This design comes from an exercise in tuning for small area, a short achievable clock period and few clock cycles per item on the open sky130 flow, not from production work. Only simulation tests tie the RTL to the original design; equivalence was not proved. Power figures rest on the tool's default switching activity, not on a simulated workload.

===== flow/config.mk =====
export PLATFORM = sky130hd
export DESIGN_NAME = mx_narrow
export DESIGN_NICKNAME = mx_narrow
export VERILOG_FILES = /design/flow/design.v
export SDC_FILE = /design/flow/constraint.sdc
export NUM_CORES = 4
export LEC_CHECK = 0
export CAP_MARGIN = 20
export CORE_MARGIN = 2
export CORE_UTILIZATION = 70
export CTS_BUF_LIST = sky130_fd_sc_hd__clkbuf_8 sky130_fd_sc_hd__clkbuf_16
export CTS_CLUSTER_DIAMETER = 50
export CTS_CLUSTER_SIZE = 24
export PLACE_DENSITY = 0.8
export SLEW_MARGIN = 20

===== flow/constraint.sdc =====
create_clock -name core_clock -period 18.0 [get_ports {clk}]
set_input_delay 3.6000 -clock core_clock [delete_from_list [all_inputs] [get_ports {clk}]]
set_output_delay 3.6000 -clock core_clock [all_outputs]
set_load 0.01 [all_outputs]

===== flow/design.v =====
module mx_narrow (
    input  wire        clk,
    input  wire        rst,
    input  wire        in_valid,
    output wire        in_ready,
    input  wire [31:0] in_data,
    input  wire [3:0]  in_fmt,
    output wire        out_valid,
    input  wire        out_ready,
    output wire [7:0]  out_elem,
    output wire [7:0]  out_scale,
    output wire        out_last
);
    function f_is_fp;   input [2:0] f; f_is_fp = ~(f[2] & f[1]); endfunction
    function f_is_fp8;  input [2:0] f; f_is_fp8 = (f[2:1] == 2'd0); endfunction
    function [3:0] f_bias;
        input [2:0] f;
        case (f)
        3'd0: f_bias = 4'd7;
        3'd1: f_bias = 4'd15;
        3'd2: f_bias = 4'd1;
        3'd3: f_bias = 4'd3;
        3'd4: f_bias = 4'd1;
        default: f_bias = 4'd0;
        endcase
    endfunction
    function [3:0] f_emax;
        input [2:0] f;
        case (f)
        3'd0: f_emax = 4'd8;
        3'd1: f_emax = 4'd15;
        3'd2: f_emax = 4'd2;
        3'd3: f_emax = 4'd4;
        3'd4: f_emax = 4'd2;
        default: f_emax = 4'd0;
        endcase
    endfunction
    function [4:0] f_ca;
        input [2:0] f;
        case (f)
        3'd0: f_ca = 5'd15;
        3'd1: f_ca = 5'd30;
        3'd2: f_ca = 5'd3;
        3'd3: f_ca = 5'd7;
        3'd4: f_ca = 5'd3;
        default: f_ca = 5'd0;
        endcase
    endfunction
    function [2:0] f_c2;
        input [2:0] f;
        case (f)
        3'd0: f_c2 = 3'd4;
        3'd1: f_c2 = 3'd5;
        3'd2: f_c2 = 3'd4;
        3'd3: f_c2 = 3'd5;
        3'd4: f_c2 = 3'd6;
        default: f_c2 = 3'd0;
        endcase
    endfunction
    function [6:0] f_maxenc;
        input [2:0] f;
        case (f)
        3'd0: f_maxenc = 7'h7E;
        3'd1: f_maxenc = 7'h7B;
        3'd2: f_maxenc = 7'h1F;
        3'd3: f_maxenc = 7'h1F;
        3'd4: f_maxenc = 7'h07;
        default: f_maxenc = 7'h7F;
        endcase
    endfunction
    function [1:0] f_mbits;
        input [2:0] f;
        case (f)
        3'd0: f_mbits = 2'd3;
        3'd1: f_mbits = 2'd2;
        3'd2: f_mbits = 2'd3;
        3'd3: f_mbits = 2'd2;
        3'd4: f_mbits = 2'd1;
        default: f_mbits = 2'd0;
        endcase
    endfunction
    reg [4:0] ph;        
    reg [4:0] wj;        
    reg [4:0] rj;        
    reg       dv;        
    reg       in_rdy;
    assign in_ready = in_rdy;
    wire in_fire    = in_valid & in_rdy;
    wire completing = in_fire & (wj == 5'd31);
    reg [31:0] s1_d;
    reg        s1_v, s1_first, s1_last;
    reg        s1_e1;      
    reg        s1_mnz;     
    reg [2:0]  s1_f;
    reg [2:0]  ff;         
    wire [2:0] in_fc = (in_fmt >= 4'd4 && in_fmt <= 4'd8) ? in_fmt[2:0] - 3'd4 : 3'd6;
    wire        s1_int = ~f_is_fp(s1_f);
    wire        p_sg = s1_d[31];
    wire [7:0]  p_e  = s1_d[30:23];
    wire [22:0] p_m  = s1_d[22:0];
    reg [7:0]        f_mc;  reg f_n;                     
    reg signed [8:0] c_sk;  reg c_n;  reg [2:0] c_f;     
    reg signed [8:0] d_sk;  reg d_n;  reg [2:0] d_f;     
    wire       s1_nan = s1_e1 & s1_mnz;
    wire [7:0] s1_eff = s1_e1 ? (s1_mnz ? 8'd0 : 8'd254) : p_e;
    wire [7:0]        t_cm = s1_first ? {4'd0, f_emax(s1_f)} : f_mc;
    wire              t_gt = s1_eff > t_cm;
    wire [7:0]        new_mc = t_gt ? s1_eff : t_cm;
    wire signed [8:0] new_sk = $signed({1'b0, new_mc}) - $signed({4'd0, f_ca(s1_f)});
    wire              new_n  = s1_nan | (f_n & ~s1_first);
    wire              done   = s1_v & s1_last;
    wire [4:0] p_g = {|p_m[22:19], |p_m[18:15], |p_m[14:11], |p_m[10:7], |p_m[6:5]};
    wire       p_sub = |p_g;      
    wire [4:0] p_gh = p_g & ~{1'b0, p_g[4], |p_g[4:3], |p_g[4:2], |p_g[4:1]};
    wire [7:0] p_w  = ({8{p_gh[4]}} & p_m[22:15]) | ({8{p_gh[3]}} & p_m[18:11]) |
                      ({8{p_gh[2]}} & p_m[14:7])  | ({8{p_gh[1]}} & p_m[10:3])  |
                      ({8{p_gh[0]}} & {p_m[6:0], 1'b0});
    wire       p_ws = (p_gh[4] & |p_m[14:0]) | (p_gh[3] & |p_m[10:0]) |
                      (p_gh[2] & |p_m[6:0])  | (p_gh[1] & |p_m[2:0]);
    wire [2:0] p_gi = {p_gh[0], p_gh[2] | p_gh[1], p_gh[3] | p_gh[1]};
    wire [3:0] p_lh = p_w[7:4] & ~{1'b0, p_w[7], |p_w[7:6], |p_w[7:5]};
    wire [3:0] p_f  = ({4{p_lh[3]}} & p_w[6:3]) | ({4{p_lh[2]}} & p_w[5:2]) |
                      ({4{p_lh[1]}} & p_w[4:1]) | ({4{p_lh[0]}} & p_w[3:0]);
    wire       p_st_sub = p_ws | (p_lh[3] & |p_w[2:0]) | (p_lh[2] & |p_w[1:0]) | (p_lh[1] & p_w[0]);
    wire [1:0] p_li = {p_lh[1] | p_lh[0], p_lh[2] | p_lh[0]};
    wire [7:0] p_l = 8'd0 - {3'd0, p_gi, p_li};
    reg [7:0] p_ec;
    reg [7:0] p_lo;
    always @(*) begin
        if (p_e == 8'hFF) begin
            if (s1_mnz) begin
                p_ec = 8'hFF; p_lo = 8'h00;
            end else begin
                p_ec = 8'hFE; p_lo = s1_int ? 8'hFF : 8'hF8;
            end
        end else if (p_e == 8'h00) begin
            if (s1_int) begin
                p_ec = p_m[22] ? 8'hFF : 8'h00;
                p_lo = {p_m[21:15], |p_m[14:0]};
            end else if (p_sub) begin
                p_ec = p_l;
                p_lo = {p_f, p_st_sub, 1'b1, 2'b00};
            end else begin
                p_ec = 8'h00; p_lo = 8'h00;
            end
        end else begin
            p_ec = p_e;
            p_lo = s1_int ? {p_m[22:16], |p_m[15:0]} : {p_m[22:19], |p_m[18:0], 3'b000};
        end
    end
    wire [16:0] pack = {p_sg, p_ec, p_lo};
    reg [17*31-1:0] ring;
    wire [16:0] ring_rd  = ring[17*30-1 -: 17];    
    wire [16:0] ring_top = ring[17*31-1 -: 17];
    always @(posedge clk) begin
        ring <= {ring[17*30-1:0], s1_v ? pack : s1_d[16:0]};
    end
    reg [16:0] a0_d, a1_d;
    reg        a0_v, a0_cplt, a0_first, a0_last;
    reg        a1_v, a1_cplt, a1_first, a1_last;
    reg        b_v, b_last;
    reg        b_sg, b_rnd, b_nan;
    reg [6:0]  b_kept;
    reg [4:0]  b_ef;
    reg        o_v, o_last;
    reg [7:0]  o_elem, o_scale;
    assign out_valid = o_v;
    assign out_elem  = o_elem;
    assign out_scale = o_scale;
    assign out_last  = o_last;
    wire adv     = ~o_v | out_ready;
    wire a1_go   = a1_v & a1_cplt & adv;
    wire a1_free = ~a1_v | a1_go;
    wire a0_go   = a0_v & a1_free;
    wire a0_free = ~a0_v | a0_go;
    wire rd_base = (ph + 5'd2 == rj) & (dv | (rj != wj));
    wire rd_r0   = rd_base & (~a0_v | ~a1_v | (a1_cplt & ~o_v));
    wire rd_r1   = rd_base & a1_cplt;
    wire rd      = rd_r0 | (rd_r1 & out_ready);
    wire [2:0]        x_f  = a1_first ? c_f  : d_f;
    wire signed [8:0] x_sk = a1_first ? c_sk : d_sk;
    wire              x_fp = f_is_fp(x_f);
    wire [2:0]        x_c2 = f_c2(x_f);
    wire        x_sg = a1_d[16];
    wire [7:0]  x_ec = a1_d[15:8];
    wire [7:0]  x_lo = a1_d[7:0];
    wire        x_flag = x_fp & x_lo[2];
    wire        x_zero = x_fp & (x_ec == 8'd0) & ~x_lo[2];
    wire        x_nan  = x_fp & (x_ec == 8'hFF) & ~x_lo[2];
    wire [9:0]  x_e    = {{2{x_flag & x_ec[7]}}, x_ec & {8{x_fp | (x_ec != 8'hFF)}}};
    wire [7:0]  x_sig  = x_fp ? (x_zero ? 8'd0 : {1'b1, x_lo[7:4], 3'b000})
                              : {x_ec != 8'd0, x_lo[7:1]};
    wire        x_st   = x_fp ? x_lo[3] : x_lo[0];
    wire signed [9:0] x_w  = $signed(x_e) - {x_sk[8], x_sk};
    wire              x_norm = x_fp & ~x_zero & ~x_w[9] & (x_w != 10'sd0);
    wire [3:0]        x_t  = {1'b0, x_c2} + 4'd1 - x_w[3:0];
    wire              x_big = x_w < ($signed({7'd0, x_c2}) - 10'sd8);
    wire [3:0]        x_sh = x_norm ? {1'b0, x_c2} : (x_big ? 4'd9 : x_t);
    wire [4:0]        x_ef = x_norm ? x_w[4:0] : 5'd0;
    wire [16:0] x_wide   = {x_sig, 9'd0} >> x_sh;
    wire [6:0]  x_kept   = x_wide[15:9];
    wire        x_guard  = x_wide[8];
    wire        x_sticky = (|x_wide[7:0]) | x_st;
    wire        x_rnd    = x_guard & (x_sticky | x_kept[0]);
    wire        y_fp   = f_is_fp(d_f);
    wire [1:0]  y_mb   = f_mbits(d_f);
    wire [6:0]  y_max  = f_maxenc(d_f);
    wire        y_bnan = d_n & ~f_is_fp8(d_f);
    wire [6:0]  y_kept   = b_kept;
    wire        y_rnd    = b_rnd;
    reg  [6:0]  y_enc;           
    always @(*) begin
        case (y_mb)
        2'd3:    y_enc = {b_ef[3:0], y_kept[2:0]};
        2'd2:    y_enc = {b_ef, y_kept[1:0]};
        default: y_enc = {1'b0, b_ef, y_kept[0]};
        endcase
    end
    wire        y_isat = (y_kept == 7'd127) & y_rnd;
    wire [7:0]  y_base = y_fp ? {1'b0, y_enc} : (b_sg ? {1'b1, ~y_kept} : {1'b0, y_kept});
    wire        y_cin  = y_fp ? y_rnd : (b_sg ^ y_rnd);
    wire [7:0]  y_sum  = y_base + {7'd0, y_cin};
    wire        y_fsat = y_sum > {1'b0, y_max};
    reg  [7:0]  y_fel;
    always @(*) begin
        y_fel = {1'b0, y_fsat ? y_max : y_sum[6:0]};
        case (d_f)
        3'd2, 3'd3: y_fel[5] = b_sg;
        3'd4:       y_fel[3] = b_sg;
        default:    y_fel[7] = b_sg;
        endcase
    end
    wire [7:0]  y_iel = y_isat ? (b_sg ? 8'h81 : 8'h7F) : y_sum;
    wire [7:0]  y_el  = y_bnan ? 8'h00 :
                        (b_nan & f_is_fp8(d_f)) ? 8'h7F :
                        y_fp ? y_fel : y_iel;
    wire [8:0]  y_s   = d_sk + {5'd0, f_bias(d_f)};
    wire [4:0] wj_1 = wj + 5'd1;
    wire [4:0] rj_1 = rj + 5'd1;
    wire [4:0] wj_n = in_fire ? wj_1 : wj;
    wire [4:0] rj_n = rd ? rj_1 : rj;
    wire       dv_n = completing ? 1'b1 : (rd & (rj == 5'd31)) ? 1'b0 : dv;
    wire [4:0] ph2  = ph + 5'd2;
    wire       r00 = (ph2 == wj)   & (~dv | (wj != rj));
    wire       r01 = (ph2 == wj)   & (~(dv & (rj != 5'd31)) | (wj != rj_1));
    wire       r10 = (ph2 == wj_1) & ((wj == 5'd31) ? (wj_1 != rj) : (~dv | (wj_1 != rj)));
    wire       r11 = (ph2 == wj_1) & ((wj == 5'd31) ? (wj != rj) : (~(dv & (rj != 5'd31)) | (wj != rj)));
    wire       rdy_n = in_fire ? (rd ? r11 : r10) : (rd ? r01 : r00);
    always @(posedge clk) begin
        s1_d     <= {in_data[31:17], in_fire ? in_data[16:0] : ring_top};
        s1_first <= (wj == 5'd0);
        s1_last  <= (wj == 5'd31);
        s1_f     <= (wj == 5'd0) ? in_fc : ff;
        s1_e1    <= &in_data[30:23];
        s1_mnz   <= |in_data[22:0];
        if (in_fire & (wj == 5'd0)) ff <= in_fc;
        if (s1_v) begin
            f_mc <= new_mc;
            f_n  <= new_n;
        end
        if (done) begin
            c_sk <= new_sk;
            c_n  <= new_n;
            c_f  <= s1_f;
        end
        if (rd) begin
            a0_d     <= ring_rd;
            a0_first <= (rj == 5'd0);
            a0_last  <= (rj == 5'd31);
        end
        if (a0_go) begin
            a1_d     <= a0_d;
            a1_first <= a0_first;
            a1_last  <= a0_last;
        end
        if (a1_go & a1_first) begin
            d_sk <= c_sk;
            d_n  <= c_n;
            d_f  <= c_f;
        end
        if (adv) begin
            b_last  <= a1_last;
            b_sg    <= x_sg;
            b_rnd   <= x_rnd;
            b_nan   <= x_nan;
            b_kept  <= x_kept;
            b_ef    <= x_ef;
            o_last  <= b_last;
            o_elem  <= y_el;
            o_scale <= y_bnan ? 8'hFF : y_s[7:0];
        end
        if (rst) begin
            ph     <= 5'd31;
            wj     <= 5'd0;
            rj     <= 5'd0;
            dv     <= 1'b0;
            in_rdy <= 1'b1;
            s1_v   <= 1'b0;
            a0_v   <= 1'b0;
            a1_v   <= 1'b0;
            b_v    <= 1'b0;
            o_v    <= 1'b0;
        end else begin
            ph     <= ph + 5'd1;
            wj     <= wj_n;
            rj     <= rj_n;
            dv     <= dv_n;
            in_rdy <= rdy_n;
            s1_v   <= in_fire;
            if (rd) begin
                a0_v    <= 1'b1;
                a0_cplt <= dv;
            end else begin
                if (a0_go) a0_v <= 1'b0;
                if (done) a0_cplt <= 1'b1;
            end
            if (a0_go) begin
                a1_v    <= 1'b1;
                a1_cplt <= a0_cplt | done;
            end else begin
                if (a1_go) a1_v <= 1'b0;
                if (done) a1_cplt <= 1'b1;
            end
            if (adv) begin
                b_v <= a1_v & a1_cplt;
                o_v <= b_v;
            end
        end
    end
endmodule

===== flow/flow/run.sh =====
#!/bin/bash
# Standard ORFS layout, with timing repair asked to leave extra setup slack.
set -euo pipefail
bash standard.sh SETUP_SLACK_MARGIN=13.4 BUFFER_PORTS_ARGS=-buffer_cell\ sky130_fd_sc_hd__buf_1 finish > standard_make.log 2>&1

===== flow/standard.sh =====
#!/bin/bash
# synth_recipe.tcl (not shown) runs the flow's synth.tcl, then flattens the netlist and writes it again
# the make line also repeats each setting of config.mk as NAME=value (left out here)
make -C /OpenROAD-flow-scripts/flow DESIGN_CONFIG=/design/flow/config.mk WORK_HOME=/design/flow/orfs CLKGATE_MAP_FILE= SYNTH_SCRIPT=/design/flow/synth_recipe.tcl "${@:-finish}"

==> results of run 1 <==
[registers in the layout, summed over array words and instances, names as in the netlist, 7 cells and up]
| signal | flops |
|---|---|
| s1_d | 32 |
| ring | 527 |
| d_sk | 9 |
| c_sk | 9 |
| o_scale | 8 |
| a1_d | 17 |
| o_elem | 8 |
| b_kept | 7 |
| f_mc | 8 |
| a0_d | 17 |
[cells by family (layout without fill, tap and decap cells)]
| family | after synthesis | after routing | share of synthesized area |
|---|---|---|---|
| other | 0 | 1 | 0 |
| flip-flops | 699 | 699 | 0.731 |
| AO/OA/AOI/OAI | 244 | 244 | 0.0793 |
| buffers and inverters | 96 | 245 | 0.0180 |
| AND/OR/NAND/NOR | 385 | 386 | 0.0895 |
| XOR/XNOR | 61 | 61 | 0.0259 |
| multiplexers | 42 | 42 | 0.0220 |
| adder cells (fa/ha/maj) | 54 | 54 | 0.0342 |
[power groups by stage]
stage / registers (W) / clock network (W) / logic, W
2_1_floorplan: 0.00182 / 0 / 0.000102
3_3_place_gp: 0.00184 / 0 / 0.000131
3_5_place_dp: 0.00185 / 0 / 0.000136
4_1_cts: 0.00182 / 0.00103 / 0.000144
5_1_grt: 0.00184 / 0.00109 / 0.000171
6_report: 0.00182 / 0.00102 / 0.000157
[final cells by class]
type                    instances  area share
repair buffers                120      0.0330
inverters                      54     0.00910
well taps                     384      0.0204
flip-flops and latches        699       0.643
clock inverters                26      0.0114
diodes                          1    0.000106
clock buffers                  45      0.0474
multi-input cells             787       0.236
[stage by stage]
stage | worst slack, ns | power, W
floorplan | 12.91 | 0.00192
global placement | 11.85 | 0.00197
detailed placement | 11.64 | 0.00199
CTS | 13.31 | 0.00300
global route | 12.95 | 0.00310
finish | 13.15 | 0.00301
[layer usage]
layer,share of wire,vias to the layer above
met1,0.39,6005
met3,0.065,175
met5,0.00028,-
met2,0.50,613
met4,0.046,2
li1,-,5680
[worst max-delay path, stage by stage (launching register included)]
cell      delay [ns]
edfxtp_1        0.41
buf_6           0.14
o21a_4          0.20
nor3_4          0.13
buf_4           0.15
buf_4           0.13
nor2b_1         0.05
ha_1            0.46
nand3_1         0.17
a211oi_2        0.26
o21ai_1         0.28
a21oi_2         0.33
o211ai_4        0.12
buf_12          0.15
mux2i_4         0.19
buf_6           0.21
mux2i_4         0.22
a22oi_2         0.38
a31oi_1         0.15
nor4b_2         0.33
a211oi_1        0.13
[cell usage in the layout, fill, tap and decap left out, drive strengths merged, types with 5 or more instances in the layout]
master / netlist / final
a211oi: 17 / 17
a21boi: 9 / 9
a21o: 17 / 17
a21oi: 78 / 78
a221oi: 6 / 6
a22oi: 6 / 6
a31oi: 7 / 7
and2: 8 / 8
and3: 10 / 10
buf: 5 / 106
clkbuf: 37 / 59
clkinv: 2 / 7
dfxtp: 588 / 588
edfxtp: 111 / 111
ha: 50 / 50
inv: 52 / 69
mux2: 5 / 5
mux2i: 36 / 36
nand2: 135 / 135
nand2b: 16 / 17
nand3: 29 / 29
nand4: 16 / 16
nor2: 86 / 86
nor2b: 23 / 23
nor3: 16 / 16
nor4: 16 / 16
o211ai: 5 / 5
o21a: 5 / 5
o21ai: 41 / 41
o21bai: 5 / 5
o22a: 6 / 6
o22ai: 10 / 10
or2: 7 / 7
or3: 6 / 6
xnor2: 30 / 30
xor2: 31 / 31
[worst min-delay path by stage]
stage | start | to | slack, ns | depth (start not counted)
2_1_floorplan | ring[83]$_DFF_P_ | ring[100]$_DFF_P_ | 0.31 | 0
3_3_place_gp | ring[214]$_DFF_P_ | ring[231]$_DFF_P_ | 0.31 | 0
3_5_place_dp | ring[105]$_DFF_P_ | ring[122]$_DFF_P_ | 0.31 | 0
4_1_cts | ring[53]$_DFF_P_ | ring[70]$_DFF_P_ | 0.32 | 0
5_1_grt | ring[53]$_DFF_P_ | ring[70]$_DFF_P_ | 0.33 | 0
6_report | ring[325]$_DFF_P_ | ring[342]$_DFF_P_ | 0.32 | 0
[what timing repair did]
action | CTS | global route
resized for setup | 45 | 46
gates cloned | 1 | 0
setup buffers | 34 | 24
endpoints found under the setup margin | 86 | 54
pin swaps | 17 | 16
==> impl.org, run 1 <==
** Clock tree
- TritonCTS built the clock tree.
- CTS Buf Count :: 43
- After clock tree synthesis, the flow added hold-fix buffers numbering 0.
- The longest clock path from root to sink contains 3 buffers.
- Clock Sink Count :: 699
- Clock latency of the later-clocked register in the worst-skew pair :: 0.58 ns
- After clock tree synthesis, the clock-pin slew on the worst setup and hold paths is 0.09 ns.
- Root cell of the clock tree :: clkbuf_16
- The H-tree was split into 2 levels.

** Power and ir drop
- Part of the power in combinational logic :: 0.052
- Sw Share :: 0.234
- Of the total power, registers draw 0.607.
- Clock network fraction of design power :: 0.341
- Internal power comes to 0.00230 W.
- Leakage power figure :: 9.62 nW
- For this design the total switching power over the nets is 0.000704 W.
- Maximum ir drop on the vdd rail :: 116 uV
- Power density cells :: 128 nW/um2

** Timing
- Total Negative Setup Slacks :: 0 ns
- Final period utilization :: 0.269
- Final setup fails :: 0
- The number of max-slew violations in the final report was 0.
- Number of endpoints with negative hold slack in the final report :: 0
- Across the routed clock network, the largest skew measured is 0.0337 ns.
- Clock period minus worst slack :: 4.85 ns
- Headroom to the max-slew limit came out at 0.317.
- Measured slew at the worst slew-check pin :: 1.02 ns
- Based on the critical path, the design can be clocked at up to 0.206 GHz.
- Setup repair after global routing could not meet its margin everywhere.
- Worst hold-check slack :: 0.322 ns

** Logic synthesis
- Library cell with the highest instance count after synthesis :: dfxtp_1
- Post-synthesis async set-or-reset flop share :: 0
- Of the post-synthesis cell area, the dominant cell type holds 0.570.
- Number of synthesized flops with an enable pin :: 111
- In the synthesized netlist, the number of instances is 1581.
- Synthesis inferred 699 register bits.
- The most used flip-flop cell after synthesis is dfxtp_1.
- Post-synth top area cell :: dfxtp_1
- Leading cell types by total area after synthesis :: dfxtp_1, edfxtp_1, ha_1
- After synthesis, the most frequently instantiated cells are dfxtp_1, nand2_1, edfxtp_1.
- Each instance of the synthesized netlist takes up on average 13.1 um2.
- Number of distinct library cells after synthesis :: 81
- Yosys warning count :: 1
- After synthesis the cells add up to 20700 um2.
- Sequential share of the synthesized area :: 0.731
- Post-synthesis net count :: 1675

** Layout
- Fill cells in the final layout number 1508.
- Sequential cell area :: 15100 um2
- In the final layout, the multi-input gates occupy 5550 um2.
- In the final design database the tool counted 1799 nets.
- Summed area of non-filler cells in the final layout :: 23500 um2
- In the final layout, the share of cells above drive strength 1 is 0.132.
- Measured on the finished design, the core utilization comes to 0.815.
- Relative to the synthesized area, the layout overhead comes to 13.9%.
- Post-route non-filler standard cell count :: 2116

** Place
- After detailed placement, the design holds a cell count of 1985.
- After detailed placement, the total cell area comes to 21300 um2.
- Placed wire-length estimate :: 27000 um
- Routability Congestion :: 0.887
- Number of buffer cells added on primary ports :: 58

** Critical path
- The most critical setup path has its endpoint at b_rnd$_DFFE_PN_.
- RR Startpoint :: a1_first$_DFFE_PP_
- Data arrival time of the critical path :: 5.15 ns
- Kind of critical path :: flop to flop
- Maximum fanout along the worst path :: 10
- For the worst flop-to-flop path, the logic depth is 20.
- Crit end category :: flop
- Reg-to-reg setup timing slack :: 13.15 ns
- Worst setup SP type :: flop
- In this run the critical register-to-register path is captured at b_rnd$_DFFE_PN_.
- In this run the worst setup path begins at a1_first$_DFFE_PP_.
- Req. time, crit path :: 18.30 ns

** Global route
- For met1 alone, demand over resource in global routing was 0.355.
- Top Usage Layer GRT :: met2
- The total overflow left after global routing is 0.
- The first global-routing pass estimated 68700 um of wire.
- Total global-route track usage :: 0.288
- Entering global routing, the biggest net connects 39 pins.
- Global-route met3 utilization :: 0.0459
- The initial antenna violation count was 1.
- For this run, global-route usage on met2 was measured as 0.509.
- The number of global-route vias before repair is 12400.

** Worst hold path
- Type of the worst min-delay path :: flop to flop

** Drt
- The count of nets left with antenna violations once routing finished came out at 0.
- 1st-pass router iterations :: 6
- Post-route DRC violation count :: 0
- Vias after detailed routing :: 12500
- Using the TritonRoute via totals, the vias-per-cell ratio works out to 5.90.
- Final routed wirelength across all metal layers :: 45800 um
- WL per Instance :: 21.7 um
- The first routing iteration left 1178 violations.

** Floorplanning
- Height of the die :: 176 um
- The core region is 28900 um2.
- Die footprint :: 30900 um2
- The floorplan step set the die width to 176 um.
- 59 I/O pins were placed.
- Row generation in the floorplan step produced 62 rows.
- The initial utilization of the core area, before any placement, comes to 0.716.

** Job
- Number of violations of the max-capacitance limit :: 0

** Run status
- Outcome :: complete, no violations
Testbench counts, summed over its fixed seeds: cycles 10,520, items 320.
==> run 2, diff against run 1 <==
==> flow/flow/run.sh (replaced) <==
#!/bin/bash
# Standard ORFS layout, with timing repair asked to leave extra setup slack.
set -euo pipefail
bash standard.sh SETUP_SLACK_MARGIN=13.0 BUFFER_PORTS_ARGS=-buffer_cell\ sky130_fd_sc_hd__buf_1 finish > standard_make.log 2>&1
--- a/flow/config.mk
+++ b/flow/config.mk
@@ -8,8 +8,8 @@
 export CAP_MARGIN = 20
 export CORE_MARGIN = 2
-export CORE_UTILIZATION = 70
+export CORE_UTILIZATION = 65
 export CTS_BUF_LIST = sky130_fd_sc_hd__clkbuf_8 sky130_fd_sc_hd__clkbuf_16
-export CTS_CLUSTER_DIAMETER = 50
+export CTS_CLUSTER_DIAMETER = 60
 export CTS_CLUSTER_SIZE = 24
-export PLACE_DENSITY = 0.8
+export PLACE_DENSITY = 0.75
 export SLEW_MARGIN = 20
==> run 2 against run 1 <==
Sequential power about the same. Final cell count down 1.2%. Clock skew fell by 0.0041 ns. Final area is 2.7% lower. Synthesized cell count stayed put. Combinational power is about 10% lower. First-iteration DRC count fell by 27%. Worst setup slack got worse by 0.061 ns. Flip-flop and latch count is the same. Die area rose by 7.5%. Core utilization fell by 8.6 points. Largest cell class unchanged.
==> impl.org, run 2 <==
** Run status
- The run finished with no timing, DRC or antenna violations.

** Timing
- The count of final hold-check violations is 0 (unchanged).
- Total Negative Setup Slacks :: 0 ns (unchanged)
- Setup repair after global routing could not meet its margin everywhere.
- The slew at the pin closest to its max-slew limit came to 1.07 ns (+0.0505 ns).
- Pins over their slew limit :: 0 (unchanged)
- The maximum clock frequency came to 0.204 GHz (-1.2%).
- Slew margin rel. :: 0.279 (-0.0380)
- Final period utilization :: 0.273 (+0.00338)
- Clock skew :: 0.0295 ns (-0.00415 ns)
- Clock period minus worst slack :: 4.91 ns (+0.0608 ns)
- The final-report setup violation count was 0 (unchanged).

** Layout
- The number of flip-flops in the largest register was 527 (unchanged).
- Top library cells by usage in the layout, fill and taps aside :: dfxtp_1, nand2_1, edfxtp_1, nor2_1, a21oi_1
- The library cell used most frequently in the layout, excluding fill and tap cells, is dfxtp_1.
- The count of inserted antenna diode cells came to 0 (-1).
- The area growth from synthesis to layout is 10.8%.
- The final standard cell utilization of the core is 0.729 (-0.0858).
- Ranked by flip-flop count, first place goes to ring.
- In the final layout, the registers with the most flip-flops are ring x527, s1_d x32.
- Share of post-route cells with drive strength above 1 :: 0.0835 (-0.0488)
- The post-route cell area is 22900 um2 (-2.7%).
- The final-stage net count was 1763 (-2.0%).

** Power and ir drop
- Clock network fraction of design power :: 0.329 (-0.012)
- The internal power is 0.00227 W (-1.5%).
- The power per unit of standard cell area was 127 nW/um2 (-0.31%).
- Sequential share of power :: 0.623 (+0.016)
- The proportion of power drawn by combinational gates is 0.048 (-0.004).
- The share of total power consumed by net switching is 0.223 (-0.0115).
- Leakage power figure :: 9.32 nW (-3.1%)
- Maximum ir drop on the vdd rail :: 101 uV (-13%)
- The net switching component of the power is 0.000650 W (-7.7%).

** Place
- The placed standard-cell area is 21300 um2 (about the same).
- The weighted congestion reported at the end of routability-driven placement is 0.889 (+0.19%).
- The final HPWL from detailed placement is 25200 um (-6.8%).
- Number of buffer cells added on primary ports :: 58 (unchanged)

** Logic synthesis
- Number of distinct library cells after synthesis :: 81 (unchanged)
- Ranked by instance count, the synthesized netlist is headed by dfxtp_1, nand2_1, edfxtp_1.
- Library cell with the highest instance count after synthesis :: dfxtp_1
- The synthesized design spends more area on one cell type than any other, namely dfxtp_1.
- Post-synthesis net count :: 1675 (unchanged)
- The cell area after synthesis was 20700 um2 (unchanged).
- Sorting the synthesized cells by area gives the leading types as dfxtp_1, edfxtp_1, ha_1.
- The async set or reset register ratio after synthesis came to 0 (unchanged).
- The flop and latch count out of synthesis was 699 (unchanged).
- Number of synthesized flops with an enable pin :: 111 (unchanged)
- Yosys warning count :: 1 (unchanged)
- The multiplexer share of the synthesized area came to 0.0220 (unchanged).
- The parity-gate share of the synthesized area counting xor and xnor cells is 0.0259 (unchanged).
- Post-Syn Area per Cell :: 13.1 um2 (unchanged)
- Sequential share of the synthesized area :: 0.731 (unchanged)
- Post-synthesis instance total :: 1581 (unchanged)
- Dominant combinational cell family by area after synthesis :: simple AND/OR/NAND/NOR gates
- The compound-gate portion of the synthesized area was 0.0793 (unchanged).
- Share of synthesized cell area in and, or, nand and nor gates :: 0.0895 (unchanged)
- Share of synthesized cell area in full adder, half adder and majority cells :: 0.0342 (unchanged)
- Proportion of netlist area held by the largest area contributor :: 0.570 (unchanged)
- For this run, the leading register cell type out of synthesis is dfxtp_1.

** Clock tree
- CTS placed an instance of clkbuf_16 at the clock tree root.
- Hold buffer count at CTS :: 0 (unchanged)
- Bufs on Longest Clock Path :: 3 (unchanged)
- The total CTS buffers was 42 (-2.3%).
- TritonCTS built the clock tree.
- The number of H-tree levels was 2 (unchanged).
- Clock Sink Count :: 699 (unchanged)
- Clock latency of the later-clocked register in the worst-skew pair :: 0.55 ns (-0.03 ns)
- Clock transition at the registers of the reported paths :: 0.09 ns (about the same)

** Drt
- The total iterations of the first detailed-routing run came to 6 (unchanged).
- The post-detailed-route DRC marker count is 0 (unchanged).
- The via count normalized by instance count is 5.48 (-7.0%).
- WL per Instance :: 18.3 um (-16%)
- The violation count after the first detailed-route iteration is 856 (-27%).
- The total detailed-routing wirelength was 38300 um (-17%).
- Number of nets with antenna violations after detailed routing :: 0 (unchanged)
- Vias after detailed routing :: 11500 (-8.1%)

** Floorplanning
- The overall die height is 182 um (+3.7%).
- The count of standard-cell rows came to 65 (+4.8%).
- The effective utilization at floorplan was 0.658 (-0.0578).
- The die width came to 182 um (+3.7%).
- The die area came to 33200 um2 (+7.5%).
- Core ar. :: 31400 um2 (+8.8%)
- The number of placed I/O pins came to 59 (unchanged).

** Global route
- The overall fraction of global-route tracks in use was 0.233 (-0.0545).
- The wire length of the first global-routing pass is 61000 um (-11%).
- The initial antenna violation count came to 3 (+2).
- Total global routing overflow :: 0 (unchanged)
- The number of global-route vias before repair came to 11500 (-7.5%).
- The pin count of the biggest net entering global routing came to 39 (unchanged).

** Critical path
- Data arrival time of the critical path :: 5.19 ns (+0.04 ns)
- Req. time, crit path :: 18.27 ns (-0.03 ns)
- CP max stage delay :: 0.49 ns (+0.03 ns)
- Most used cell along the critical path :: inv_1
- STA classifies the critical path startpoint as a flop.
- Maximum fanout along the worst path :: 5 (-5)
- Crit end category :: flop
- Among all stages on the critical path, the largest delay is contributed by mux4_2.
- Kind of critical path :: flop to flop
- The worst setup slack for register-to-register paths is 13.09 ns (-0.06 ns).
- Traced cell by cell, the critical path runs through buf_4 -> o21a_2 -> nor3_4 -> nand2b_1 -> ha_1 -> inv_1 -> fa_2 -> xnor2_4 -> inv_1 -> ha_4 -> nand3b_1 -> a2111oi_4 -> a41oi_2 -> mux2i_4 -> mux2i_4 -> inv_1 -> mux4_2 -> nor3b_2 -> a211oi_1.

** Job
- The count of maximum capacitance violations is 0 (unchanged).

** Worst hold path
- The path class of the tightest hold or removal check is flop to flop.
## run 2: cell types whose count changed in the layout (fill, tap and decap cells not counted), sizes merged
cell,before,now
clkinvlp,3,0
diode,1,0
clkinv,7,8
inv,69,67
buf,106,84
clkbuf,59,43
## run 2: kinds of logic after synthesis
family | after synthesis
mux | 42
compound gates | 244
xor+xnor | 61
flops | 699
fa+ha+maj | 54
buf+inv | 96
simple gates | 385
## run 2: layer usage
metal	up-vias	track usage	wire, um
met1	5477	0.311	16800
li1	5613	-	-
met2	294	0.398	18600
met4	2	0.0645	872
met5	-	0	11
met3	73	0.0401	2000
## run 2: repair_timing
| action | in CTS | in global routing |
|---|---|---|
| pin swaps | 2 | 6 |
| setup endpoints to repair | 11 | 12 |
| setup buffers | 12 | 11 |
| resized for setup | 9 | 20 |
| gates cloned | 1 | 0 |
## run 2: final timing paths
| path | from | endpoint | depth (start not counted) |
|---|---|---|---|
| setup / recovery | a1_first$_DFFE_PP_ | b_rnd$_DFFE_PN_ | 19 |
| hold / removal | ring[480]$_DFF_P_ | ring[497]$_DFF_P_ | 0 |
| setup reg to reg | a1_first$_DFFE_PP_ | b_rnd$_DFFE_PN_ | 19 |
| hold reg to reg | ring[480]$_DFF_P_ | ring[497]$_DFF_P_ | 0 |
## run 2: layout make-up
| cell class | count | area, um2 |
|---|---|---|
| Sequential cell | 699 | 15100 |
| Fill cell | 2044 | 8500 |
| Multi-Input combinational cell | 787 | 5360 |
| Clock buffer | 42 | 1050 |
| Tap cell | 402 | 503 |
| Timing Repair Buffer | 85 | 427 |
| Clock inverter | 22 | 239 |
| Inverter | 54 | 203 |
## run 2: power groups by stage
stage                     Sequential (W)  Clock, W  Combinational, W
final                            0.00182  0.000959          0.000141
after global routing             0.00183   0.00103          0.000158
after CTS                        0.00182  0.000980          0.000138
after detailed placement         0.00185         0          0.000134
after global placement           0.00184         0          0.000132
after floorplan                  0.00182         0          0.000101
## run 2: worst max-delay path, delay by kind of cell (launching register included)
kind                       cells  cell delay [ns]
xor gates and xnor gates       1             0.23
AOI/OAI and AO/OA              4             1.01
buffers and inverters          4             0.38
DFF                            1             0.42
and+or+nand+nor                4             0.58
muxes                          3             1.12
adders and majority gates      3             0.90
## run 2: metrics by stage
| stage | worst slack, ns | total power, W | cells | hold WS, ns |
|---|---|---|---|---|
| 4_1_cts | 13.01 | 0.00294 | 2080 | 0.310 |
| 6_report | 13.09 | 0.00292 | 2091 | 0.310 |
| 2_1_floorplan | 12.91 | 0.00192 | 1581 | 0.310 |
| 5_1_grt | 12.83 | 0.00302 | 2091 | 0.299 |
| 3_3_place_gp | 11.57 | 0.00197 | 2003 | 0.310 |
| 3_5_place_dp | 11.47 | 0.00198 | 2003 | 0.312 |
==> run 3, diff against run 2 <==
==> flow/flow/run.sh (replaced) <==
#!/bin/bash
# Standard ORFS layout, with timing repair asked to leave extra setup slack.
set -euo pipefail
bash standard.sh SETUP_SLACK_MARGIN=13.7 BUFFER_PORTS_ARGS=-buffer_cell\ sky130_fd_sc_hd__buf_1 finish > standard_make.log 2>&1
==> run 3 against run 2 <==
Critical path depth shrank 18. Area after synthesis is the same. Non-clock buffer count grew 52. Final area grew 3.7%. Core utilization grew 2.7 points. Combinational power grew 13%. Via count grew 2.9%. Largest cell class unchanged. Largest power group unchanged.
==> impl.org, run 3 <==
** Run status
- Outcome :: complete, no violations

** Clock tree
- Root cell of the clock tree :: clkbuf_16
- Number of H-tree levels :: 2 (unchanged)
- The clock input transition at the sequential cells of the worst setup and hold paths came to 0.09 ns (about the same).
- TritonCTS clock tree :: built
- The total CTS buffers came to 39 (-7.1%).
- Hold buffer count at CTS :: 0 (unchanged)
- The worst-skew pair later-pin latency came to 0.54 ns (about the same).
- The number of clock sinks is 699 (unchanged).
- Bufs on Longest Clock Path :: 3 (unchanged)

** Layout
- Max FFs per register :: 527 (unchanged)
- Area Growth Syn to Fin :: 14.9%
- Final layout net count :: 1812 (+2.8%)
- The largest registers in the layout are ring x527, s1_d x32.
- Top library cells by usage in the layout, fill and taps aside :: dfxtp_1, nand2_1, edfxtp_1, nor2_1, a21oi_1
- The fraction of layout instances using a drive strength above 1 came to 0.151 (+0.0673).
- More flip-flops sit in one register than any other, and that register is ring.
- The final standard cell count with taps included and fillers excluded was 2141 (+2.4%).
- The library cell used most frequently in the layout, excluding fill and tap cells, is dfxtp_1.
- Summed area of non-filler cells in the final layout :: 23700 um2 (+3.7%)

** Critical path
- The worst setup path is captured at an output pin.
- The endpoint identified for the worst register-to-register timing path is b_rnd$_DFFE_PN_.
- The most critical setup path has its startpoint at o_scale[2]$_SDFFCE_PP1N_.
- CP max stage delay :: 0.38 ns (-0.11 ns)
- The signal on the critical path passes through clkbuf_2.
- Slowest cell on the critical path :: edfxtp_1
- The worst setup path is launched from a flop.
- RR Startpoint :: a1_first$_DFFE_PP_
- Family of cells with the greatest summed delay on the critical path :: flip-flops
- Kind of critical path :: flop to output pin
- The endpoint arrival time on the critical path came to 1.06 ns (-4.13 ns).
- Depth of the worst register-to-register path :: 18 (-1)
- The number of stages on the worst setup path is 1 (-18).
- Reg-to-reg setup timing slack :: 13.34 ns (+0.25 ns)
- The required time of the critical path came to 14.40 ns (-3.87 ns).
- Buffering stage count on the worst path with inverters included :: 1 (-3)
- Maximum fanout along the worst path :: 1 (-4)
- End of the critical path :: out_scale[2]

** Drt
- The average wire length per cell after detail routing came to 18.8 um (+2.8%).
- Number of nets with antenna violations after detailed routing :: 0 (unchanged)
- Final routed wirelength across all metal layers :: 40300 um (+5.3%)
- The via count normalized by instance count was 5.50 (+0.45%).
- First-iteration detailed-routing DRC count :: 792 (-7.5%)
- The count of vias placed by the detailed router was 11800 (+2.9%).
- 1st-pass router iterations :: 5 (-1)
- The post-detailed-route DRC marker count is 0 (unchanged).

** Floorplanning
- Starting density of the core :: 0.658 (unchanged)
- The number of placed I/O pins came to 59 (unchanged).
- The core area is 31400 um2 (unchanged).
- The count of standard-cell rows came to 65 (unchanged).
- The overall die height came to 182 um (unchanged).
- The die area was 33200 um2 (unchanged).
- The die width is 182 um (unchanged).

** Logic synthesis
- dfxtp_1 takes more of the synthesized area than any other cell.
- Commonest cells in the synthesized netlist :: dfxtp_1, nand2_1, edfxtp_1
- Sorting the synthesized cells by area gives the leading types as dfxtp_1, edfxtp_1, ha_1.
- Number of synthesized flops with an enable pin :: 111 (unchanged)
- The synthesis warning total is 1 (unchanged).
- The cell area after synthesis was 20700 um2 (unchanged).
- The synthesized area per cell came to 13.1 um2 (unchanged).
- Sequential share of the synthesized area :: 0.731 (unchanged)
- The flop and latch count out of synthesis came to 699 (unchanged).
- Post-synthesis net count :: 1675 (unchanged)
- Post-synthesis instance total :: 1581 (unchanged)
- Library cell with the highest instance count after synthesis :: dfxtp_1
- Post-synth top flop :: dfxtp_1
- The fraction of synthesized cell area taken by the top area cell type is 0.570 (unchanged).
- The async set or reset register ratio after synthesis came to 0 (unchanged).
- The distinct cell type count after synthesis came to 81 (unchanged).

** Place
- Number of buffer cells added on primary ports :: 58 (unchanged)
- The number of placed cells counting well taps came to 2004 (+0.050%).
- The final HPWL from detailed placement is 25300 um (+0.52%).
- Routability Congestion :: 0.890 (about the same)
- Post-place instance area :: 21400 um2 (+0.52%)

** Global route
- The number of global-route vias before repair came to 11500 (+0.30%).
- Total global-route track usage :: 0.239 (+0.00530)
- Total global routing overflow :: 0 (unchanged)
- The wire length of the first global-routing pass came to 61800 um (+1.3%).
- The initial antenna violation count came to 2 (-1).
- Maximum number of pins on one net before global-route repair :: 39 (unchanged)

** Power and ir drop
- Total Power :: 0.00289 W (-0.83%)
- The standby leakage power was 9.72 nW (+4.3%).
- Power density cells :: 122 nW/um2 (-4.3%)
- Maximum ir drop on the vdd rail :: 100 uV (-0.52%)

** Worst hold path
- In this run the worst hold path is classified as flop to flop.

** Timing
- The worst slew margin relative to its limit was 0.432 (+0.152).
- The post-route clock skew was 0.0196 ns (-0.00989 ns).
- Unrepaired setup endpoints after global routing :: yes
- Pins over their slew limit :: 0 (unchanged)
- Measured slew at the worst slew-check pin :: 0.845 ns (-0.229 ns)
- Total Negative Setup Slacks :: 0 ns (unchanged)
- Final setup fails :: 0 (unchanged)
- The count of final hold-check violations is 0 (unchanged).
- The minimum clock period was 4.66 ns (-0.250 ns).
- The maximum clock frequency came to 0.215 GHz (+5.4%).
- Final period utilization :: 0.259 (-0.0139)

** Job
- The count of maximum capacitance violations is 0 (unchanged).
run 3: cell counts after synthesis:
Identical to the previous run, type by type.
run 3: worst register-to-register path: stages, from the launching register on:
cell and delay (ns):
edfxtp_1 0.37, buf_6 0.12, buf_4 0.23, mux2_2 0.43, ha_4 0.18, inv_2 0.05, fa_2 0.47, ha_1 0.32
inv_1 0.05, ha_1 0.20, fa_1 0.51, and3_1 0.20, a32oi_2 0.27, mux2i_4 0.16, buf_4 0.17, a211o_1 0.22
a21boi_2 0.17, nor4b_2 0.21, a211oi_1 0.10
run 3: layout make-up:
type / count / area, um2
Timing Repair Buffer: 137 / 1000
Antenna cell: 1 / 2.50
Clock inverter: 20 / 176
Multi-Input combinational cell: 787 / 5690
Clock buffer: 41 / 1010
Sequential cell: 699 / 15100
Inverter: 54 / 226
Tap cell: 402 / 503
Fill cell: 1936 / 7660
run 3: report_power, final:
group	internal [W]	leakage, nW	switching (W)	total, W
combinational	0.0000673	3.12	0.0000914	0.000159
sequential	0.00175	5.98	0.0000654	0.00182
clock	0.000423	0.615	0.000492	0.000915
run 3: repair_timing:
item	4_1_cts	5_1_grt
pin swaps	30	25
cloned	4	0
endpoints found under the setup margin	104	63
endpoints found under the hold margin	0	0
setup buffers	47	24
resized for setup	78	58
run 3: per-stage QoR:
stage	hold slack [ns]	worst slack [ns]	utilization
final	0.318	13.34	0.756
after global routing	0.321	13.13	0.756
after CTS	0.316	13.32	0.743
after detailed placement	0.312	11.96	0.681
after global placement	0.310	12.07	0.681
after floorplan	0.310	12.91	-
run 3: cells by family after synthesis:
| family | Yosys count | share of synthesized area |
|---|---|---|
| xor+xnor | 61 | 0.0259 |
| compound gates | 244 | 0.0793 |
| mux | 42 | 0.0220 |
| simple gates | 385 | 0.0895 |
| fa+ha+maj | 54 | 0.0342 |
| buf+inv | 96 | 0.0180 |
| flops | 699 | 0.731 |
run 3: routing by layer:
layer / vias up / wire length (um) / GRT usage
li1: 5695 / - / -
met1: 5706 / 17400 / 0.319
met3: 78 / 1860 / 0.0361
met5: - / 13 / 0
met4: 2 / 980 / 0.0668
met2: 305 / 20000 / 0.409
run 3: worst min path at each step:
stage	start	to	slack (ns)	depth (start not counted)
5_1_grt	ring[246]$_DFF_P_	ring[263]$_DFF_P_	0.32	0
3_5_place_dp	ring[134]$_DFF_P_	ring[151]$_DFF_P_	0.31	0
3_3_place_gp	ring[260]$_DFF_P_	ring[277]$_DFF_P_	0.31	0
6_report	ring[246]$_DFF_P_	ring[263]$_DFF_P_	0.32	0
4_1_cts	ring[160]$_DFF_P_	ring[177]$_DFF_P_	0.32	0
2_1_floorplan	ring[83]$_DFF_P_	ring[100]$_DFF_P_	0.31	0
==> run 4, diff against run 3 <==
==> flow/flow/run.sh (replaced) <==
#!/bin/bash
# Standard ORFS layout, with timing repair asked to leave extra setup slack.
set -euo pipefail
bash standard.sh SETUP_SLACK_MARGIN=13.5 BUFFER_PORTS_ARGS=-buffer_cell\ sky130_fd_sc_hd__buf_1 finish > standard_make.log 2>&1
--- a/flow/config.mk
+++ b/flow/config.mk
@@ -6,5 +6,5 @@
 export NUM_CORES = 4
 export LEC_CHECK = 0
-export CAP_MARGIN = 20
+export CAP_MARGIN = 0
 export CORE_MARGIN = 2
 export CORE_UTILIZATION = 65
@@ -13,3 +13,3 @@
 export CTS_CLUSTER_SIZE = 24
 export PLACE_DENSITY = 0.75
-export SLEW_MARGIN = 20
+export SLEW_MARGIN = 0
==> run 4 against run 3 <==
Power down 0.44%. Final cell count fell by 1.2%. Combinational power decreased by 9%. Clock power is 0.4% higher. First-iteration DRC count is 14% lower. Via count fell by 2.5%. Maximum frequency down 0.51%. Worst setup slack lost 0.024 ns. Flip-flop and latch count did not move. Hold slack got worse by 0.010 ns. Sequential share of layout area grew 1.1 points. Critical path depth grew 17.
==> impl.org, run 4 <==
** Drt
- Vias after detailed routing :: 11500 (-2.5%)
- 1st-pass router iterations :: 5 (unchanged)
- First-iteration detailed-routing DRC count :: 680 (-14%)
- The total detailed-routing wirelength is 38600 um (-4.2%).
- Avg Vias per Cell :: 5.43 (-1.3%)
- The number of nets with antenna violations after detailed routing is 0 (unchanged).
- The post-detailed-route DRC marker count is 0 (unchanged).
- WL per Instance :: 18.3 um (-3.0%)

** Logic synthesis
- The number of enable flip-flop cells after synthesis was 111 (unchanged).
- The cell area after synthesis is 20700 um2 (unchanged).
- The net count of the mapped netlist is 1675 (unchanged).
- The post-synthesis sequential area ratio was 0.731 (unchanged).
- The commonest cells after synthesis are dfxtp_1, nand2_1, edfxtp_1.
- The synthesized netlist cell count came to 1581 (unchanged).
- Post-synthesis async set-or-reset flop share :: 0 (unchanged)
- The fraction of synthesized cell area taken by the top area cell type is 0.570 (unchanged).
- Summed over all instances, the cell type with the most area after synthesis is dfxtp_1.
- Number of synthesized register bits :: 699 (unchanged)
- Among all cell types in the netlist, the one instantiated most often is dfxtp_1.
- The synthesized area per cell is 13.1 um2 (unchanged).
- The distinct cell type count after synthesis was 81 (unchanged).
- Post-synth top flop :: dfxtp_1
- The synthesis warning total came to 1 (unchanged).
- Ranked by total cell area, the synthesized netlist is headed by dfxtp_1, edfxtp_1, ha_1.

** Timing
- Post-layout worst setup margin :: 13.31 ns (-0.0239 ns)
- Final setup fails :: 0 (unchanged)
- Setup repair after global routing could not meet its margin everywhere.
- Pins over their slew limit :: 0 (unchanged)
- Measured slew at the worst slew-check pin :: 1.08 ns (+0.237 ns)
- The worst hold slack was 0.307 ns (-0.0104 ns).
- Number of endpoints with negative hold slack in the final report :: 0 (unchanged)
- The minimum clock period came to 4.69 ns (+0.0239 ns).
- Slew margin rel. :: 0.278 (-0.153)
- Final period utilization :: 0.260 (+0.00133)
- Achievable clock frequency :: 0.213 GHz (-0.51%)
- The final sum of negative setup slack was 0 ns (unchanged).
- The post-route clock skew was 0.0277 ns (+0.00810 ns).

** Layout
- The final-stage net count was 1786 (-1.4%).
- The post-route cell area came to 23300 um2 (-1.8%).
- Largest register by flop count :: ring
- Leading registers by flop count :: ring x527, s1_d x32
- The number of flip-flops in the largest register came to 527 (unchanged).
- The library cell used most frequently in the layout, excluding fill and tap cells, is dfxtp_1.
- The fraction of layout instances using a drive strength above 1 came to 0.122 (-0.0287).
- The area growth from synthesis to layout is 12.9%.
- In the layout the commonest cells are dfxtp_1, nand2_1, edfxtp_1, nor2_1, a21oi_1.

** Critical path
- The signal on the critical path passes through buf_6 -> o21a_4 -> nor3_4 -> nand2b_4 -> ha_4 -> inv_2 -> fa_2 -> a211oi_4 -> o21ai_2 -> xnor2_2 -> nand4_1 -> o211ai_4 -> mux2i_4 -> mux2i_4 -> inv_1 -> mux4_2 -> nor3b_2 -> a211oi_1.
- CP max stage delay :: 0.48 ns (+0.10 ns)
- The worst setup path is captured at a flop.
- RR Startpoint :: a1_first$_DFFE_PP_
- Reg-to-Reg End :: b_rnd$_DFFE_PN_
- Total number of cells along the worst setup path :: 18 (+17)
- Most used cell along the critical path :: mux2i_4
- Maximum fanout along the worst path :: 5 (+4)
- Slowest cell on the critical path :: mux4_2
- Family of cells with the greatest summed delay on the critical path :: multiplexers
- The required time of the critical path was 18.30 ns (+3.90 ns).
- The worst setup slack for register-to-register paths is 13.31 ns (-0.02 ns).
- Buffering stage count on the worst path with inverters included :: 3 (+2)
- The endpoint arrival time on the critical path came to 4.99 ns (+3.93 ns).
- Depth of the worst register-to-register path :: 18 (unchanged)
- The worst setup path is of the flop to flop kind.
- STA classifies the critical path startpoint as a flop.

** Run status
- Outcome :: complete, no violations

** Floorplanning
- The overall die height is 182 um (unchanged).
- Floorplan row count :: 65 (unchanged)
- Core ar. :: 31400 um2 (unchanged)
- Die footprint :: 33200 um2 (unchanged)
- The number of placed I/O pins is 59 (unchanged).
- Chip width :: 182 um (unchanged)
- Starting density of the core :: 0.658 (unchanged)

** Global route
- The initial antenna violation count was 2 (unchanged).
- The overall fraction of global-route tracks in use came to 0.231 (-0.00799).
- The total congestion overflow came to 0 (unchanged).
- The number of global-route vias before repair is 11100 (-3.5%).
- Global-route wire length before repair :: 59600 um (-3.6%)
- The pin count of the biggest net entering global routing is 39 (unchanged).

** Place
- Setup Slack @ Placement :: 11.59 ns (-0.372 ns)
- The quantity of I/O buffers inserted on ports is 58 (unchanged).
- Routability Congestion :: 0.900 (+1.1%)
- The placed standard-cell area came to 21300 um2 (-0.36%).
- Placed wire-length estimate :: 25000 um (-1.1%)

** Worst hold path
- Worst hold start :: ring[454]$_DFF_P_
- The worst hold path terminates at ring[471]$_DFF_P_.
- Type of the worst min-delay path :: flop to flop
- The worst hold path stage count was 0 (unchanged).

** Clock tree
- The number of clock sinks was 699 (unchanged).
- TritonCTS built the clock tree.
- Hold buffer count at CTS :: 0 (unchanged)
- The clock input transition at the sequential cells of the worst setup and hold paths is 0.09 ns (about the same).
- Clock latency of the later-clocked register in the worst-skew pair :: 0.55 ns (about the same)
- Root cell of the clock tree :: clkbuf_16
- Number of H-tree levels :: 2 (unchanged)
- CTS Buf Count :: 39 (unchanged)
- Bufs on Longest Clock Path :: 3 (unchanged)

** Power and ir drop
- The maximum resistive drop on vdd is 113 uV (+12%).
- Leakage power figure :: 9.51 nW (-2.2%)
- Total Power :: 0.00288 W (-0.44%)
- The power per unit of standard cell area is 124 nW/um2 (+1.3%).

** Job
- Number of violations of the max-capacitance limit :: 0 (unchanged)
run 4: worst reg2reg max path: cells and delay by family (launching register included):
kind	cells	cell delay, ns
mux	3	1.20
xor+xnor	1	0.25
compound gates	5	1.13
buf+inv	3	0.24
fa+ha+maj	2	0.52
flops	1	0.44
simple gates	4	0.67
run 4: cell families after synthesis:
group                    Yosys count  synth area share
flip-flops                       699             0.731
AND/OR/NAND/NOR                  385            0.0895
AO/OA/AOI/OAI                    244            0.0793
buffers and inverters             96            0.0180
XOR/XNOR                          61            0.0259
adder cells (fa/ha/maj)           54            0.0342
multiplexers                      42            0.0220
run 4: cell type report:
class | count | area (um2)
Multi-Input combinational cell | 787 | 5540
Timing Repair Buffer | 111 | 743
Clock inverter | 20 | 175
Fill cell | 1987 | 8080
Antenna cell | 1 | 2.50
Tap cell | 402 | 503
Sequential cell | 699 | 15100
Clock buffer | 41 | 1030
Inverter | 54 | 214
run 4: routing by layer:
layer	vias to the layer above	track usage	share of wire
li1	5646	-	-
met1	5460	0.303	0.43
met2	299	0.395	0.49
met3	83	0.0357	0.047
met4	0	0.0768	0.033
met5	-	0	0
run 4: how the worst max path moves through the flow:
| stage | from | to | slack [ns] |
|---|---|---|---|
| 6_report | a1_first$_DFFE_PP_ | b_rnd$_DFFE_PN_ | 13.31 |
| 3_3_place_gp | d_f[1]$_DFFE_PP_ | b_rnd$_DFFE_PN_ | 11.73 |
| 3_5_place_dp | d_f[1]$_DFFE_PP_ | b_rnd$_DFFE_PN_ | 11.59 |
| 4_1_cts | o_scale[2]$_SDFFCE_PP1N_ | out_scale[2] | 13.32 |
| 2_1_floorplan | out_ready | a0_cplt$_SDFFCE_PP1P_ | 12.91 |
| 5_1_grt | a1_first$_DFFE_PP_ | b_rnd$_DFFE_PN_ | 13.12 |
run 4: through the flow:
stage,utilization,cells
after global routing,0.743,2114
final,0.743,2115
after floorplan,-,1581
after detailed placement,0.679,2004
after global placement,0.679,2004
after CTS,0.732,2093
run 4: timing repair:
item                                    CTS  global route
resized for setup                        45            47
endpoints found under the setup margin  106            39
buffers inserted                         27            20
pin swaps                                19            17
cloned                                    1             1
run 4: where the power goes:
| group | total (W) | internal [W] | leakage, nW | switching, W |
|---|---|---|---|---|
| logic | 0.000145 | 0.0000607 | 2.91 | 0.0000846 |
| registers | 0.00182 | 0.00175 | 5.98 | 0.0000624 |
| clock network | 0.000919 | 0.000436 | 0.618 | 0.000482 |
| total | 0.00288 | 0.00225 | 9.51 | 0.000629 |

==> separate check: timing with driven ports <==
No port has a modelled driver above. Below, the same layouts with a new extraction and two added sets of constraints.
Step 1 assumes that a clkbuf_16 drives the clock port and a buf_2 every other input.
Step 2 moves the port delays by t, midway between the first and last clock arrival at a register: inputs arrive t later, outputs are due t later. That takes back most of the time a late clock gives input paths.
Slacks: no drivers / after step 1 / after step 2; pairs: no drivers / after step 1.
run | shift t [ns] | slack for setup (ns) | worst register clock-pin slew, ns
run 1 | 0.615 | 13.149 / 13.149 / 12.910 | 0.10 / 0.10
run 2 | 0.586 | 13.088 / 13.088 / 12.641 | 0.09 / 0.09
run 3 | 0.591 | 13.339 / 13.287 / 12.803 | 0.09 / 0.09
run 4 | 0.595 | 13.315 / 13.291 / 12.922 | 0.09 / 0.09
After both steps every run listed still meets setup and hold. For run 3, which loses most, drivers alone change the setup slack by -0.052 ns; drivers and shift together by -0.536 ns.
